From an optimization exercise on the open Yosys and OpenROAD flow, aimed at small area and few clock cycles; shortcuts taken in it are not production practice.
At most, simulation tests tie the RTL to the original design; equivalence was not proved.
Power figures rest on the tool's default switching activity, not on a simulated workload.

==> inputs of run a <==
// eland_tx
module eland_tx (
    input  wire        clk,
    input  wire        rst,           
    input  wire        start,
    input  wire [10:0] length,        
    input  wire [1:0]  spread,        
    input  wire [6:0]  npre,          
    output wire        start_ready,
    input  wire [7:0]  in_data,
    input  wire        in_valid,
    output wire        in_ready,
    output wire        chip,
    output wire        chip_valid,
    output wire        chip_last,
    input  wire        chip_ready
);
    localparam [31:0] PRE_PAT  = 32'hB856E2D3;
    localparam [63:0] SYNC_PAT = 64'h35CA4FB1D670B94E;
    localparam E_IDLE = 3'd0, E_PRE = 3'd1, E_SYNC = 3'd2, E_PHR = 3'd3, E_PAY = 3'd4;
    reg  [2:0]   est;                    
    wire         cwnext;                 
    wire         xfer;                   
    reg  [767:0] ring;                  
    wire [31:0]  r0 = ring[31:0];        
    wire [31:0]  r1 = ring[63:32];       
    reg  [4:0]   ph;                     
    reg  [3:0]   sv;                     
    wire [23:0]  dec = 24'd1 << ph;
    reg         ld;                      
    reg  [1:0]  lq;                      
    reg  [4:0]  ls;                      
    reg  [10:0] rlen;                    
  ...
export LEC_CHECK = 0
export CAP_MARGIN = 20
export CORE_MARGIN = 2
export CORE_UTILIZATION = 60
export PLACE_DENSITY = 0.7
export SLEW_MARGIN = 20
create_clock -name core_clock -period 12.0 [get_ports {clk}]
standard.sh (not shown) runs the stock make flow with config.mk's settings and CLKGATE_MAP_FILE= SYNTH_SCRIPT=/design/flow/synth_recipe.tcl, a recipe that flattens the netlist after the stock synthesis.
==> flow/flow/run.sh <==
#!/bin/bash
# Standard layout; clock tree synthesis without dummy loads and with larger
# sink clusters; ports buffered with the smallest buffer.
set -euo pipefail
export CTS_ARGS="-sink_clustering_enable -repair_clock_nets -dont_use_dummy_load -buf_list sky130_fd_sc_hd__clkbuf_4 -sink_clustering_size 8 -sink_clustering_max_diameter 80"
export BUFFER_PORTS_ARGS="-inputs -outputs -buffer_cell sky130_fd_sc_hd__buf_1"
bash standard.sh > standard.log 2>&1
==> run b (differences from run a) <==
--- a/flow/design.v
+++ b/flow/design.v
@@ -11,37 +11,31 @@
     output wire        in_ready,
     output wire        chip,
     output wire        chip_valid,
     output wire        chip_last,
     input  wire        chip_ready
 );
     localparam [31:0] PRE_PAT  = 32'hB856E2D3;
     localparam [63:0] SYNC_PAT = 64'h35CA4FB1D670B94E;
-    localparam E_IDLE = 3'd0, E_PRE = 3'd1, E_SYNC = 3'd2, E_PHR = 3'd3, E_PAY = 3'd4;
-    reg  [2:0]   est;                    
-    wire         cwnext;                 
-    wire         xfer;                   
     reg  [767:0] ring;                  
     wire [31:0]  r0 = ring[31:0];        
     wire [31:0]  r1 = ring[63:32];       
     reg  [4:0]   ph;                     
     reg  [3:0]   sv;                     
     wire [23:0]  dec = 24'd1 << ph;
     reg         ld;                      
     reg  [1:0]  lq;                      
     reg  [4:0]  ls;                      
-    reg  [10:0] rlen;                    
-    reg         ahead;                   
+    reg  [10:0] rem;                     
     reg  [31:0] crc;
-    wire [6:0]  lo      = {lq, 4'd0} + {1'b0, lq, 3'd0} + {2'd0, ls};
-    wire [7:0]  loff    = {1'b0, lo} + (ahead ? 8'd96 : 8'd0);
-    wire [11:0] rem     = {1'b0, rlen} - {4'd0, loff};
-    wire        host    = !rem[11] && (rem[10:0] > 11'd4);
-    wire        nz      = !rem[11] && (rem[10:0] != 11'd0);
+    reg  [6:0]  koct_r;                  
+    reg         last_r;                  
+    wire        host    = (rem > 11'd4);
+    wire        nz      = (rem != 11'd0);
     wire [1:0]  fidx    = 2'd0 - rem[1:0];
     wire [31:0] fcs     = ~crc;
     wire [7:0]  fbyte   = fcs >> {fidx, 3'b000};
     wire [7:0]  ov      = host ? in_data : (nz ? fbyte : 8'd0);
     wire        slot_hit = ld && (ph == ls);
     assign      in_ready = slot_hit && host;
     wire        inj     = slot_hit && (!host || in_valid);
     function automatic [31:0] crc32_byte;
@@ -52,17 +46,17 @@
         begin
             x = c ^ {24'd0, d};
             for (k = 0; k < 8; k = k + 1)
                 x = x[0] ? ((x >> 1) ^ 32'hEDB88320) : (x >> 1);
             crc32_byte = x;
         end
     endfunction
     reg         rdy;                     
-    wire [4:0]  ccol;                    
+    reg  [4:0]  ccol;                    
     reg         comp;                    
     reg  [1:0]  cblk;                    
     reg         capf;                    
     reg  [23:0] info;                    
     reg  [11:0] acca, accb;              
     reg         accqa, accqb;            
     reg  [23:0] pbuf;                    
     wire [11:0] sla, slb;
@@ -258,20 +252,17 @@
         (dec[16] & r0[24]) |
         (dec[17] & (r0[21] ^ r0[31])) |
         (dec[18] & (r0[2] ^ r0[8] ^ r0[29])) |
         (dec[19] & (r0[4] ^ r0[10] ^ r0[21])) |
         (dec[20] & (r0[7] ^ r0[18] ^ r0[24] ^ r0[27])) |
         (dec[21] & r0[9]) |
         (dec[22] & (r0[9] ^ r0[23])) |
         (dec[23] & (r0[2] ^ r0[16] ^ r0[27]));
-    wire ldone  = inj && (lq == 2'd3) && (ls == 5'd23);
-    wire cstart = (rdy || ldone) && !comp && (!capf || xfer) && (ph[2:0] == 3'd7);
-    wire lstart = !ld && (est != E_IDLE) && (rlen > 11'd96) && !ahead && (ph == 5'd23) &&
-                  (!rdy || (ccol == 5'd31 && (comp || cstart)));
+    wire cstart = rdy && !comp && !capf && (ph[2:0] == 3'd7);
     reg [31:0] w;
     integer q;
     always @* begin
         for (q = 0; q < 4; q = q + 1) begin
             if (inj && lq == q)
                 w[8*q +: 8] = ov;
             else if (comp)
                 w[8*q +: 8] = {(ph[2:0] == 3'd7) ? sv[q] : r1[8*q], r0[8*q+1 +: 7]};
@@ -304,55 +295,59 @@
     reg  [23:0] pnew;
     integer j;
     always @* begin
         for (j = 0; j < 12; j = j + 1) begin
             pnew[2*j]   = pa[j];
             pnew[2*j+1] = pb[j];
         end
     end
+    localparam E_IDLE = 3'd0, E_PRE = 3'd1, E_SYNC = 3'd2, E_PHR = 3'd3, E_PAY = 3'd4;
+    reg [2:0]  est;
     reg [9:0]  cnt;
     reg [6:0]  rep;
     reg [8:0]  pn;
     wire [2:0] srep = cnt[2:0];          
     wire [4:0] erow = cnt[7:3];          
     wire       epar = cnt[8];            
     wire [4:0] ecol = rep[4:0];          
-    wire       elast = (rlen <= 11'd96);   
+    reg [6:0]  ek;
+    reg        elast;
+    reg [10:0] len_r;
     reg [1:0]  sp_r;
     assign start_ready = (est == E_IDLE);
     wire   accept      = start && start_ready;
     reg [12:0] cmask;
     always @* begin
         case (cnt[7:5])
         3'd0: cmask = 13'h0151;
         3'd1: cmask = 13'h03f2;
         3'd2: cmask = 13'h07b5;
         3'd3: cmask = 13'h0e6a;
         3'd4: cmask = 13'h1cd5;
         3'd5: cmask = 13'h18aa;
         3'd6: cmask = 13'h1054;
         default: cmask = 13'h00a8;
         endcase
     end
-    wire [12:0] phr_in  = {sp_r, rlen};    
+    wire [12:0] phr_in  = {sp_r, len_r};
     wire        crc8bit = ^(phr_in & cmask);
     reg         phr_bit;
     always @* begin
         case (cnt[9:8])
-        2'd0:    phr_bit = rlen[cnt[7:5]];
+        2'd0:    phr_bit = len_r[cnt[7:5]];
         2'd1:    phr_bit = (cnt[7:5] < 3'd5) ? phr_in[{1'b1, cnt[7:5]}] : 1'b0;
         default: phr_bit = crc8bit;
         endcase
     end
     wire [2:0]  smax    = (3'd1 << sp_r) - 3'd1;
     wire        lastrep = (srep == smax);
     wire [6:0]  rpos    = {erow, 2'b00} + {5'd0, ecol[4:3]};
-    wire        row_ok  = {4'd0, rpos} < rlen;
-    wire        nrow_ok = {4'd0, rpos} + 11'd4 < rlen;
+    wire        row_ok  = rpos < ek;
+    wire        nrow_ok = (rpos + 7'd4) < ek;
     wire        pay_ok  = epar || (capf && row_ok);
     reg chip_r;
     always @* begin
         case (est)
         E_PRE:   chip_r = PRE_PAT[cnt[4:0]];
         E_SYNC:  chip_r = SYNC_PAT[cnt[5:0]];
         E_PHR:   chip_r = phr_bit ^ pn[0];
         E_PAY:   chip_r = (epar ? pbuf[erow] : info[erow]) ^ pn[0];
@@ -360,75 +355,75 @@
         endcase
     end
     assign chip       = chip_r;
     assign chip_valid = (est == E_PRE) || (est == E_SYNC) || (est == E_PHR) ||
                         ((est == E_PAY) && pay_ok);
     assign chip_last  = (est == E_PAY) && epar && (erow == 5'd23) && (ecol == 5'd31) &&
                         elast && lastrep;
     wire   fire       = chip_valid && chip_ready;
-    assign xfer       = (est == E_PAY) && !epar && capf &&
+    wire   xfer       = (est == E_PAY) && !epar && capf &&
                         (!row_ok || (fire && lastrep && (erow == 5'd23 || !nrow_ok)));
-    assign ccol       = (est == E_PAY) ? ecol + {4'd0, epar | xfer} : 5'd0;
-    assign cwnext     = (est == E_PAY) && fire && lastrep && epar && (erow == 5'd23) &&
-                        (ecol == 5'd31) && !elast;
     integer m;
     always @(posedge clk) begin
         if (rst) begin
             ld   <= 1'b0;
             rdy  <= 1'b0;
             comp <= 1'b0;
             capf <= 1'b0;
             ph   <= 5'd0;
         end else begin
             ph <= (ph == 5'd23) ? 5'd0 : ph + 5'd1;
             if (accept) begin
-                rlen   <= length;
-                ahead  <= 1'b0;
+                rem    <= length;
                 crc    <= 32'hFFFFFFFF;
                 ld     <= 1'b1;
                 lq     <= 2'd0;
                 ls     <= 5'd0;
                 ph     <= 5'd0;
-            end
-            if (lstart) begin
-                ld     <= 1'b1;
-                ahead  <= 1'b1;
-                lq     <= 2'd0;
-                ls     <= 5'd0;
-            end
-            if (cwnext) begin
-                rlen   <= rlen - 11'd96;
-                ahead  <= 1'b0;
+                koct_r <= (length > 11'd96) ? 7'd96 : length[6:0];
+                last_r <= (length <= 11'd96);
             end
             if (inj) begin
+                rem <= rem - {10'd0, nz};
                 if (host)
                     crc <= crc32_byte(crc, in_data);
                 if (ls == 5'd23) begin
                     ls <= 5'd0;
                     lq <= lq + 2'd1;
                     if (lq == 2'd3) begin
                         ld   <= 1'b0;
                         rdy  <= 1'b1;
+                        ccol <= 5'd0;
                     end
                 end else begin
                     ls <= ls + 5'd1;
                 end
             end
             if (cstart) begin
                 comp <= 1'b1;
                 cblk <= 2'd0;
             end
             if (comp && ph[2:0] == 3'd7) begin
                 cblk <= cblk + 2'd1;
                 if (cblk == 2'd2) begin
                     comp <= 1'b0;
                     capf <= 1'b1;
-                    if (ccol == 5'd31)
+                    ccol <= ccol + 5'd1;
+                    if (ccol == 5'd31) begin
                         rdy <= 1'b0;
+                        if (nz) begin
+                            ld     <= 1'b1;
+                            lq     <= 2'd0;
+                            ls     <= 5'd0;
+                            ph     <= 5'd0;
+                            koct_r <= (rem > 11'd96) ? 7'd96 : rem[6:0];
+                            last_r <= (rem <= 11'd96);
+                        end
+                    end
                 end
             end
             if (xfer)
                 capf <= 1'b0;
         end
     end
     wire cfirst = (cblk == 2'd0) && (ph[2:0] == 3'd0);
     always @(posedge clk) begin
@@ -448,16 +443,17 @@
     end
     always @(posedge clk) begin
         if (rst) begin
             est <= E_IDLE;
         end else begin
             case (est)
             E_IDLE: begin
                 if (accept) begin
+                    len_r <= length;
                     sp_r  <= spread;
                     rep   <= npre;
                     cnt   <= 10'd0;
                     est   <= E_PRE;
                 end
             end
             E_PRE: if (fire) begin
                 cnt <= cnt + 10'd1;
@@ -480,31 +476,37 @@
             E_PHR: if (fire) begin
                 cnt <= cnt + 10'd1;
                 pn  <= {pn[0] ^ pn[5], pn[8:1]};
                 if (cnt == 10'd767) begin
                     est   <= E_PAY;
                     pn    <= 9'h1FF;
                     cnt   <= 10'd0;
                     rep   <= 7'd0;
+                    ek    <= koct_r;
+                    elast <= last_r;
                 end
             end
             E_PAY: begin
                 if (xfer)
                     cnt[8:3] <= 6'b100000;
                 if (fire) begin
                     pn <= {pn[0] ^ pn[5], pn[8:1]};
                     if (lastrep) begin
                         cnt[2:0] <= 3'd0;
                         if (!xfer) begin
                             if (epar && erow == 5'd23) begin
                                 cnt[8:3] <= 6'd0;
                                 rep[4:0] <= ecol + 5'd1;
-                                if (ecol == 5'd31 && elast)
-                                    est <= E_IDLE;
+                                if (ecol == 5'd31) begin
+                                    ek    <= koct_r;
+                                    elast <= last_r;
+                                    if (elast)
+                                        est <= E_IDLE;
+                                end
                             end else begin
                                 cnt[7:3] <= erow + 5'd1;
                             end
                         end
                     end else begin
                         cnt[2:0] <= srep + 3'd1;
                     end
                 end
==> flow/run.sh (new file) <==
#!/bin/bash
# synth_recipe.tcl (not shown) runs the flow's synth.tcl, then flattens the netlist and writes it again
# the make line also repeats each setting of config.mk as NAME=value (left out here)
make -C /OpenROAD-flow-scripts/flow DESIGN_CONFIG=/design/flow/config.mk WORK_HOME=/design/flow/orfs CLKGATE_MAP_FILE= SYNTH_SCRIPT=/design/flow/synth_recipe.tcl finish
==> flow/config.mk (replaced) <==
export PLATFORM = sky130hd
export DESIGN_NAME = eland_tx
export DESIGN_NICKNAME = eland_tx
export VERILOG_FILES = /design/flow/design.v
export SDC_FILE = /design/flow/constraint.sdc
export NUM_CORES = 4
export LEC_CHECK = 0
export ABC_AREA = 1
export CAP_MARGIN = 20
export CORE_MARGIN = 2
export CORE_UTILIZATION = 60
export PLACE_DENSITY = 0.7
export SLEW_MARGIN = 20
removed: flow/flow/run.sh
removed: flow/standard.sh
==> run c (differences from run a) <==
--- a/flow/design.v
+++ b/flow/design.v
@@ -20,17 +20,17 @@
     reg  [2:0]   est;                    
     wire         cwnext;                 
     wire         xfer;                   
     reg  [767:0] ring;                  
     wire [31:0]  r0 = ring[31:0];        
     wire [31:0]  r1 = ring[63:32];       
     reg  [4:0]   ph;                     
     reg  [3:0]   sv;                     
-    wire [23:0]  dec = 24'd1 << ph;
+    wire [23:0]  dec;                    
     reg         ld;                      
     reg  [1:0]  lq;                      
     reg  [4:0]  ls;                      
     reg  [10:0] rlen;                    
     reg         ahead;                   
     reg  [31:0] crc;
     wire [6:0]  lo      = {lq, 4'd0} + {1'b0, lq, 3'd0} + {2'd0, ls};
     wire [7:0]  loff    = {1'b0, lo} + (ahead ? 8'd96 : 8'd0);
@@ -60,16 +60,17 @@
     wire [4:0]  ccol;                    
     reg         comp;                    
     reg  [1:0]  cblk;                    
     reg         capf;                    
     reg  [23:0] info;                    
     reg  [11:0] acca, accb;              
     reg         accqa, accqb;            
     reg  [23:0] pbuf;                    
+    assign      dec = comp ? (24'd1 << ph) : 24'd0;
     wire [11:0] sla, slb;
     wire        sqa, sqb;
     assign sla[0] =
         (dec[0] & r0[13]) |
         (dec[2] & r0[1]) |
         (dec[7] & r0[18]) |
         (dec[13] & r0[2]) |
         (dec[18] & r0[23]) |
@@ -427,21 +428,21 @@
                 end
             end
             if (xfer)
                 capf <= 1'b0;
         end
     end
     wire cfirst = (cblk == 2'd0) && (ph[2:0] == 3'd0);
     always @(posedge clk) begin
+        acca  <= ((comp && cfirst) ? 12'd0 : acca) ^ sla;
+        accb  <= ((comp && cfirst) ? 12'd0 : accb) ^ slb;
+        accqa <= ((comp && cfirst) ? 1'b0 : accqa) ^ sqa;
+        accqb <= ((comp && cfirst) ? 1'b0 : accqb) ^ sqb;
         if (comp) begin
-            acca  <= (cfirst ? 12'd0 : acca) ^ sla;
-            accb  <= (cfirst ? 12'd0 : accb) ^ slb;
-            accqa <= (cfirst ? 1'b0 : accqa) ^ sqa;
-            accqb <= (cfirst ? 1'b0 : accqb) ^ sqb;
             if (ph[1:0] == 2'd0)
                 for (m = 0; m < 6; m = m + 1)
                     if (ph[4:2] == m)
                         for (q = 0; q < 4; q = q + 1)
                             info[6*q + m] <= r0[8*q];
         end
         if (xfer)
             pbuf <= pnew;
==> flow/flow/run.sh (replaced) <==
#!/bin/bash
# Standard layout; clock tree synthesis without dummy loads and with larger
# sink clusters; ports buffered with the smallest buffer.
set -euo pipefail
export CTS_ARGS="-sink_clustering_enable -repair_clock_nets -dont_use_dummy_load -buf_list sky130_fd_sc_hd__clkbuf_8 -sink_clustering_size 15 -sink_clustering_max_diameter 100"
export BUFFER_PORTS_ARGS="-inputs -outputs -buffer_cell sky130_fd_sc_hd__buf_1"
bash standard.sh > standard.log 2>&1
==> flow/config.mk (replaced) <==
export PLATFORM = sky130hd
export DESIGN_NAME = eland_tx
export DESIGN_NICKNAME = eland_tx
export VERILOG_FILES = /design/flow/design.v
export SDC_FILE = /design/flow/constraint.sdc
export NUM_CORES = 4
export LEC_CHECK = 0
export CAP_MARGIN = 0
export CORE_MARGIN = 2
export CORE_UTILIZATION = 65
export PLACE_DENSITY = 0.78
export SLEW_MARGIN = 0
==> run d (differences from run a) <==
==> flow/flow/run.sh (replaced) <==
#!/bin/bash
# Standard layout; clock tree synthesis without dummy loads and with larger sink clusters.
set -euo pipefail
export CTS_ARGS="-sink_clustering_enable -repair_clock_nets -dont_use_dummy_load -buf_list sky130_fd_sc_hd__clkbuf_16 -sink_clustering_size 24 -sink_clustering_max_diameter 150"
bash standard.sh > standard.log 2>&1
==> comparison <==
Run c finished clean. Run d passed the timing, design-rule and antenna checks. Run b completed without violations. Run a ran to the end with no violations. The lowest via count belongs to run d, the highest to run b. In flip-flop and latch count, run c and run d do not differ. Non-clock buffer count: run a is higher than run c (8). Total power, highest first: run b, run d, run a, run c. Clock-buffer cell count, highest first: run a, run b, run c, run d. Of run b and run c, run b has the higher synthesized cell count (gap 19%, measured against run c). Between run b and run c, the lower sequential share of layout area is in run b (gap 3.2 points). Combinational power is about the same in run a and run d. Core utilization: run a < run d < run b < run c.
==> figures <==
item                                                                 run c                    run d                    run a                    run b
Start point of the worst hold path                       ring[727]$_DFF_P_        ring[638]$_DFF_P_        ring[688]$_DFF_P_        ring[436]$_DFF_P_
P_sw                                                               1490 uW                  1630 uW                  1660 uW                  2110 uW
Synthesized cell area                                           0.0289 mm2               0.0291 mm2               0.0291 mm2               0.0300 mm2
Fraction of area in multi-input gates                                0.269                    0.259                    0.261                    0.221
Overall die area                                                0.0462 mm2               0.0502 mm2               0.0502 mm2               0.0518 mm2
Cell-internal power                                                4190 uW                  4420 uW                  4250 uW                  5500 uW
Cell count after placement                                           2,743                    2,777                    2,779                    3,256
Outcome                                            complete, no violations  complete, no violations  complete, no violations  complete, no violations
Count of fill cells added during filler insertion                    3,079                    3,516                    3,608                    3,361
Reported leakage power                                           0.0117 uW                0.0117 uW                0.0117 uW                0.0140 uW
Critical path buffer and inverter count                                  3                        3                        3                        2
Number of tapcells                                                     592                      615                      615                      664
Post-synthesis register bit count                                      939                      939                      939                      970
Tightest Pin Transition                                            1.19 ns                  1.20 ns                  1.08 ns                  1.30 ns
Sequential Power                                                   3380 uW                  3390 uW                  3390 uW                  3640 uW
Met1 Track Usage GR                                                  0.336                    0.325                    0.325                    0.362
Area of the core                                                0.0441 mm2               0.0477 mm2               0.0477 mm2               0.0492 mm2
Data buffer area share                                             0.00750                   0.0158                  0.00992                   0.0132
Critical path destination                                         in_ready                 in_ready                 in_ready                     chip
Testbench counts of run a, summed over its fixed seeds: cycles 1,790,809.
Testbench counts of run c, summed over its fixed seeds: cycles 1,790,809.
Testbench counts of run d, summed over its fixed seeds: cycles 1,790,809.
Only the layout flow was run in run b; the RTL was not checked for function there.

-- port drivers added, routing unchanged --
The flow's constraints put no driver on any port. The routed layouts listed below were extracted and timed again, unchanged, in two steps.
Step 1: set_driving_cell puts a clkbuf_16 on clk and a buf_2 on each other input, an assumption about the parent block.
Step 2 times the ports against the registers' clock, not the clock port: input delays grow and output delays shrink by t, the midpoint of the rising clock arrivals with the driver on.
Slacks: ideal ports / drivers / drivers and shift; pairs: ideal ports / drivers.
run	t (ns)	setup slack, ns	worst slew at a driven data input, ns
run a	0.965	4.630 / 4.576 / 5.541	0.06
run b	0.695	5.691 / 5.629 / 6.324	0.04
run c	0.692	5.020 / 4.961 / 5.653	0.05
run d	0.625	4.563 / 4.508 / 5.133	0.06
After both steps setup and hold are still met in every run listed.
